Source: an optimization exercise on an open RTL-to-GDS flow (aim: a short achievable clock period and few clock cycles per item). Production flows keep margins and buffers that such runs may drop.
Function was not checked in any run shown here: the RTL went through the layout flow alone.
Power is estimated from default activity; no workload was simulated.

==> flow/design.v, too long to show whole: its modules and the start of the top module <==
// module chk_unit: 39 lines
// module chk_feedpre: 332 lines
// module chk_engine: 347 lines
// module chk_block: 391 lines
module chk_block (
    input  wire        clk,
    input  wire        rst,          
    input  wire        flr,          
    input  wire        req_valid,
    output wire        req_ready,
    input  wire        req_write,
    input  wire        req_host,     
    input  wire [7:0]  req_addr,
    input  wire [31:0] req_wdata,
    output reg         rsp_valid,
    output reg  [31:0] rsp_rdata
);
  // ...
==> flow/flow/run.sh <==
#!/bin/bash
# Standard synthesis, then the standard layout with timing repair aiming
# well below the clock period (the SDC is unchanged).
set -e
bash standard.sh synth > synth.log 2>&1
bash standard.sh SETUP_SLACK_MARGIN=9.5 finish > layout.log 2>&1
==> flow/standard.sh <==
#!/bin/bash
# synth_recipe.tcl (not shown) runs the flow's synth.tcl, then flattens the netlist and writes it again
# the make line also repeats each setting of config.mk as NAME=value (left out here)
make -C /OpenROAD-flow-scripts/flow DESIGN_CONFIG=/design/flow/config.mk WORK_HOME=/design/flow/orfs CLKGATE_MAP_FILE= SYNTH_SCRIPT=/design/flow/synth_recipe.tcl "${@:-finish}"
==> flow/config.mk <==
export PLATFORM = sky130hd
export DESIGN_NAME = chk_block
export DESIGN_NICKNAME = chk_block
export VERILOG_FILES = /design/flow/design.v
export SDC_FILE = /design/flow/constraint.sdc
export NUM_CORES = 8
export LEC_CHECK = 0
export ABC_CLOCK_PERIOD_IN_PS = 2000
export CAP_MARGIN = 20
export CORE_MARGIN = 2
export CORE_UTILIZATION = 30
export PLACE_DENSITY = 0.5
export SLEW_MARGIN = 20
==> flow/constraint.sdc <==
create_clock -name core_clock -period 13.0 [get_ports {clk}]
set_input_delay 2.6000 -clock core_clock [delete_from_list [all_inputs] [get_ports {clk}]]
set_output_delay 2.6000 -clock core_clock [all_outputs]
set_load 0.01 [all_outputs]
==> flow_metrics.py, run 1 <==
metrics = {
    "grt": {
        "grt_use_total": 0.279,
        "grtUsageMet1": 0.361,
        "met2_usage": 0.415,
        "grt_pass1_wl_mm": 643,
    },
    "final_layout": {
        "nets": 12153,
        "clock_buffer_count": 275,
        "final_common_cell": "nand2_1",
        "multi_input_cells": 8745,
        "clockNetworkAreaShare": 0.0520,
        "layout_common_cells": "nand2_1, dfxtp_1, xnor2_1",
    },
    "placed_design": {
        "pre_cts_ws_ns": 7.25,
        "dpl-instance-area_um2": 99400,
        "io_buffer_count": 78,
    },
    "run_status": {
        "outcome": "finished clean",
    },
    "floorplan": {
        "die_area_um2": 318000,
        "ioPinCount": 80,
    },
    "synth": {
        "synth_fa_ha_area_frac": 0.0535,
        "yosysTopAreaCell": "dfxtp_1",
        "ys_seq_area_frac": 0.338,
        "netlist_instances": 11509,
        "syn_nets": 11874,
        "synth_area_um2": 94000,
        "synth_area_leaders": "dfxtp_1, xnor2_1, nand2_1, a21oi_1, xor2_1",
        "post_synth_and_or_nand_nor_area_fraction": 0.175,
        "synthMostInstantiatedCell": "nand2_1",
        "synth_top_area_share": 0.338,
    },
    "pwr": {
        "power.density_nw_per_um2": 142,
        "internal-power_uw": 10900,
        "pwr-share-clk": 0.322,
    },
    "clocking": {
        "cts_root_buf": "clkbuf_16",
        "cts_tree": "built",
        "holdBufCountCts": 0,
        "clock-sinks": 1586,
    },
    "timing": {
        "fin_crit_sh": 0.336,
        "fin_ws_ns": 8.63,
    },
    "worst_setup_path": {
        "max_stage_delay_ns": 0.56,
        "path_common_cell": "or4_4",
    },
    "route": {
        "drt-wirelength-per-cell_um": 28.8,
        "firstDrtPassIters": 10,
        "drt_wl_total_mm": 464,
    },
}
==> inputs of run 2 (changes only) <==
--- a/flow/config.mk
+++ b/flow/config.mk
@@ -8,6 +8,6 @@
 export ABC_CLOCK_PERIOD_IN_PS = 2000
 export CAP_MARGIN = 20
 export CORE_MARGIN = 2
-export CORE_UTILIZATION = 30
-export PLACE_DENSITY = 0.5
+export CORE_UTILIZATION = 55
+export PLACE_DENSITY = 0.65
 export SLEW_MARGIN = 20
==> run 2 against run 1 <==
Still clean on timing, DRC and antenna. Clock skew fell by 0.029 ns. Worst hold slack improved by 0.035 ns. Core utilization is 31 points higher.
==> flow_metrics.py, run 2 <==
metrics = {
    "clocking": {
        "cts_made_buffers": 166,
        "clock-sinks": 1586,
        "htreeDepth": 4,
        "clockBufferDepth": 3,
        "cts_tree": "built",
        "clock_latency_ns": 0.88,
        "clk_pin_slew_ns": 0.06,
        "holdBufCountCts": 0,
        "cts_root_buf": "clkbuf_16",
    },
    "synth": {
        "synth_seq_cells": 1586,
        "synth_area_um2": 94000,
        "synth_flop_cell": "dfxtp_1",
        "syn_area_per_cell_um2": 8.16,
        "syn_nets": 11874,
        "yosysWarnings": 4,
        "synth_area_leaders": "dfxtp_1, xnor2_1, nand2_1, a21oi_1, xor2_1",
        "yosysUniqueCellTypes": 122,
        "synth_edf_count": 0,
        "yosysTopAreaCell": "dfxtp_1",
        "synthMostInstantiatedCell": "nand2_1",
        "async_flop_share": 0,
        "ys_seq_area_frac": 0.338,
        "synthTopCellsByCount": "nand2_1, dfxtp_1, xnor2_1, a21oi_1, clkbuf_1",
        "netlist_instances": 11509,
        "synth_top_area_share": 0.338,
    },
    "worst_setup_path": {
        "path_common_cell": "buf_12",
        "arrival_ns": 4.91,
        "end_kind": "flop",
        "max_stage_delay_ns": 0.54,
        "slowest_stage": "xnor2_1",
        "path_cells": "buf_12, ha_4, a21oi_1, inv_1, a311oi_4, buf_4, o211ai_1, xnor2_1, nor2_1, nor4bb_2, nand3_1, xnor2_4, buf_6, buf_12, nand4_1, xor2_2, o21ai_0",
        "cp_data_required_time_ns": 13.72,
        "path_max_fanout": 13,
        "setup.worst_path.start_class": "flop",
        "path_class": "reg2reg",
    },
    "final_layout": {
        "reg_top3": "u.unit.c x256, u.unit.cnt x256, u.unit.v x256",
        "layout-drive-gt1-share": 0.215,
        "ff_latch_area_um2": 32100,
        "fill_cells": 13066,
        "area_growth_pct": 25.1,
        "final_common_cell": "nand2_1",
        "nets": 12196,
        "fin_util": 0.694,
        "multi_input_area_um2": 64700,
        "layout_common_cells": "nand2_1, dfxtp_1, xnor2_1",
    },
    "route": {
        "firstDrtPassIters": 10,
        "drc": 0,
        "final_antenna_net_count": 0,
        "drt_wl_total_mm": 467,
        "vias": 95511,
        "viasPerCell": 6.73,
        "drtIter0Drc": 16815,
        "drt-wirelength-per-cell_um": 32.9,
    },
    "pwr": {
        "p_seq_frac": 0.318,
        "power.density_nw_per_um2": 146,
        "leakagePower_uw": 0.0446,
        "p_sw_frac": 0.374,
        "peakVddDrop_uv": 154,
        "pwr-share-clk": 0.295,
        "internal-power_uw": 10700,
        "p_sw_uw": 6410,
        "pwr-share-comb": 0.387,
    },
    "grt": {
        "use_met3": 0.189,
        "grt_pass1_wl_mm": 637,
        "grt_use_total": 0.504,
        "grtUsageMet1": 0.639,
        "grt-busiest-layer": "met2",
        "grt_max_degree": 218,
        "grt_pass1_vias": 87479,
        "overflow": 0,
        "antenna_found_initial": 34,
        "met2_usage": 0.702,
    },
    "floorplan": {
        "die_x_um": 417,
        "core_area_um2": 169000,
        "die_y_um": 417,
        "rows": 151,
        "initial_core_util": 0.554,
        "ioPinCount": 80,
        "die_area_um2": 174000,
    },
    "timing": {
        "fin_crit_sh": 0.322,
        "max_freq_mhz": 239,
        "clock_skew_ns": 0.0993,
        "setup_viol": 0,
        "drv_slew": 0,
        "fin_setup_tns_ns": 0,
        "worst_pin_slew_ns": 1.29,
        "post-route-min-period_ns": 4.19,
        "hold_viol_final": 0,
        "relSlewSlack": 0.139,
        "rsz0062_at_grt": "true",
    },
    "hold_path": {
        "worstHoldPathType": "reg2reg",
    },
    "placed_design": {
        "routabilityCongestion": 1.06,
        "hpwl_mm": 293,
        "io_buffer_count": 78,
    },
    "flow_run": {
        "cap_violations": 0,
    },
    "run_status": {
        "outcome": "finished clean",
    },
}
-- run 2: repair_timing --
item                       4_1_cts  5_1_grt
setup endpoints to repair      544      306
gates cloned                    43       11
buffers inserted               418      233
pin swaps                      377      308
resized for setup             1339      489
-- run 2: per-stage QoR --
stage | setup WS [ns] | hold WS (ns) | area [µm²] | instances | power (µW)
2_1_floorplan | 8.77 | 0.310 | 94500 | 11509 | 8770
3_3_place_gp | 6.90 | 0.311 | 96900 | 13176 | 10400
3_5_place_dp | 6.81 | 0.312 | 96900 | 13176 | 10400
4_1_cts | 8.88 | 0.326 | 113000 | 13941 | 16300
5_1_grt | 8.66 | 0.333 | 118000 | 14186 | 17500
6_report | 8.81 | 0.327 | 118000 | 14197 | 17100
-- run 2: layout make-up --
class	instances	share of cell area
well taps	2218	0.0236
multi-input cells	8746	0.551
clock buffers	240	0.0409
flip-flops and latches	1586	0.273
inverters	273	0.00975
repair inverters	3	0.000213
repair buffers	1055	0.0933
clock inverters	64	0.00829
diodes	12	0.000255
-- run 2: power by group through the flow --
stage | sequential (µW) | combinational, µW | clock [µW]
5_1_grt | 5450 | 6800 | 5240
3_3_place_gp | 5540 | 4880 | 0
4_1_cts | 5420 | 5810 | 5030
6_report | 5450 | 6630 | 5070
3_5_place_dp | 5540 | 4900 | 0
2_1_floorplan | 5340 | 3430 | 0
-- run 2: critical path, delay by kind of cell (launching register included) --
| kind | cells | cell delay (ns) |
|---|---|---|
| xor gates and xnor gates | 3 | 1.00 |
| AOI/OAI and AO/OA | 4 | 0.89 |
| buffers and inverters | 5 | 0.82 |
| and+or+nand+nor | 4 | 0.61 |
| DFF | 1 | 0.40 |
| adders and majority gates | 1 | 0.30 |
-- run 2: worst paths after layout --
| path | end | startpoint | cells after the start | slack (ns) |
|---|---|---|---|---|
| worst min register to register | rr3[1]$_DFF_P_ | rr2[1]$_DFF_P_ | 0 | 0.33 |
| worst min-delay path | rr3[1]$_DFF_P_ | rr2[1]$_DFF_P_ | 0 | 0.33 |
| worst max register to register | y2p0_1[10]$_DFF_P_ | d0[3]$_DFF_P_ | 17 | 8.81 |
| worst max-delay path | y2p0_1[10]$_DFF_P_ | d0[3]$_DFF_P_ | 17 | 8.81 |
-- run 2: kinds of logic (layout without fill, tap and decap cells) --
| logic type | count (synthesis) | in the layout | share of synthesized area |
|---|---|---|---|
| muxes | 332 | 332 | 0.0454 |
| adders and majority gates | 319 | 319 | 0.0535 |
| buffers and inverters | 1189 | 1635 | 0.0500 |
| xor gates and xnor gates | 1897 | 1900 | 0.179 |
| and+or+nand+nor | 3775 | 3782 | 0.175 |
| DFF | 1586 | 1586 | 0.338 |
| AOI/OAI and AO/OA | 2410 | 2412 | 0.160 |
| other | 1 | 13 | 0.0000399 |
-- run 2: layer usage --
metal / share of wire / vias to the layer above
met5: 0.00036 / -
met4: 0.094 / 28
met3: 0.16 / 2271
met2: 0.40 / 8086
met1: 0.35 / 45682
li1: - / 39444

## what the ideal ports hide
The flow's constraints put no driver on any port. The routed layouts listed below were extracted and timed again, unchanged, in two steps. Step 1 (the two cells are an assumption about what drives the block):
set clk [get_ports {clk}]
set_driving_cell -lib_cell sky130_fd_sc_hd__clkbuf_16 $clk
set_driving_cell -lib_cell sky130_fd_sc_hd__buf_2 [delete_from_list [all_inputs] $clk]
Step 2, shift: input delay + t, output delay - t, t = (earliest + latest rising clock arrival at the registers) / 2. This alone moves slack from input paths to output paths. a / b / c = ideal / step 1 / step 2; a / b = the first two.
run	t, ns	setup WS [ns]	hold WS [ns]	worst data-port slew with drivers (ns)
run 1	0.957	8.635 / 8.635 / 8.635	0.292 / 0.292 / 0.292	0.03
run 2	0.930	8.808 / 8.808 / 8.808	0.327 / 0.327 / 0.327	0.05
After both steps setup and hold are still met in every run listed.
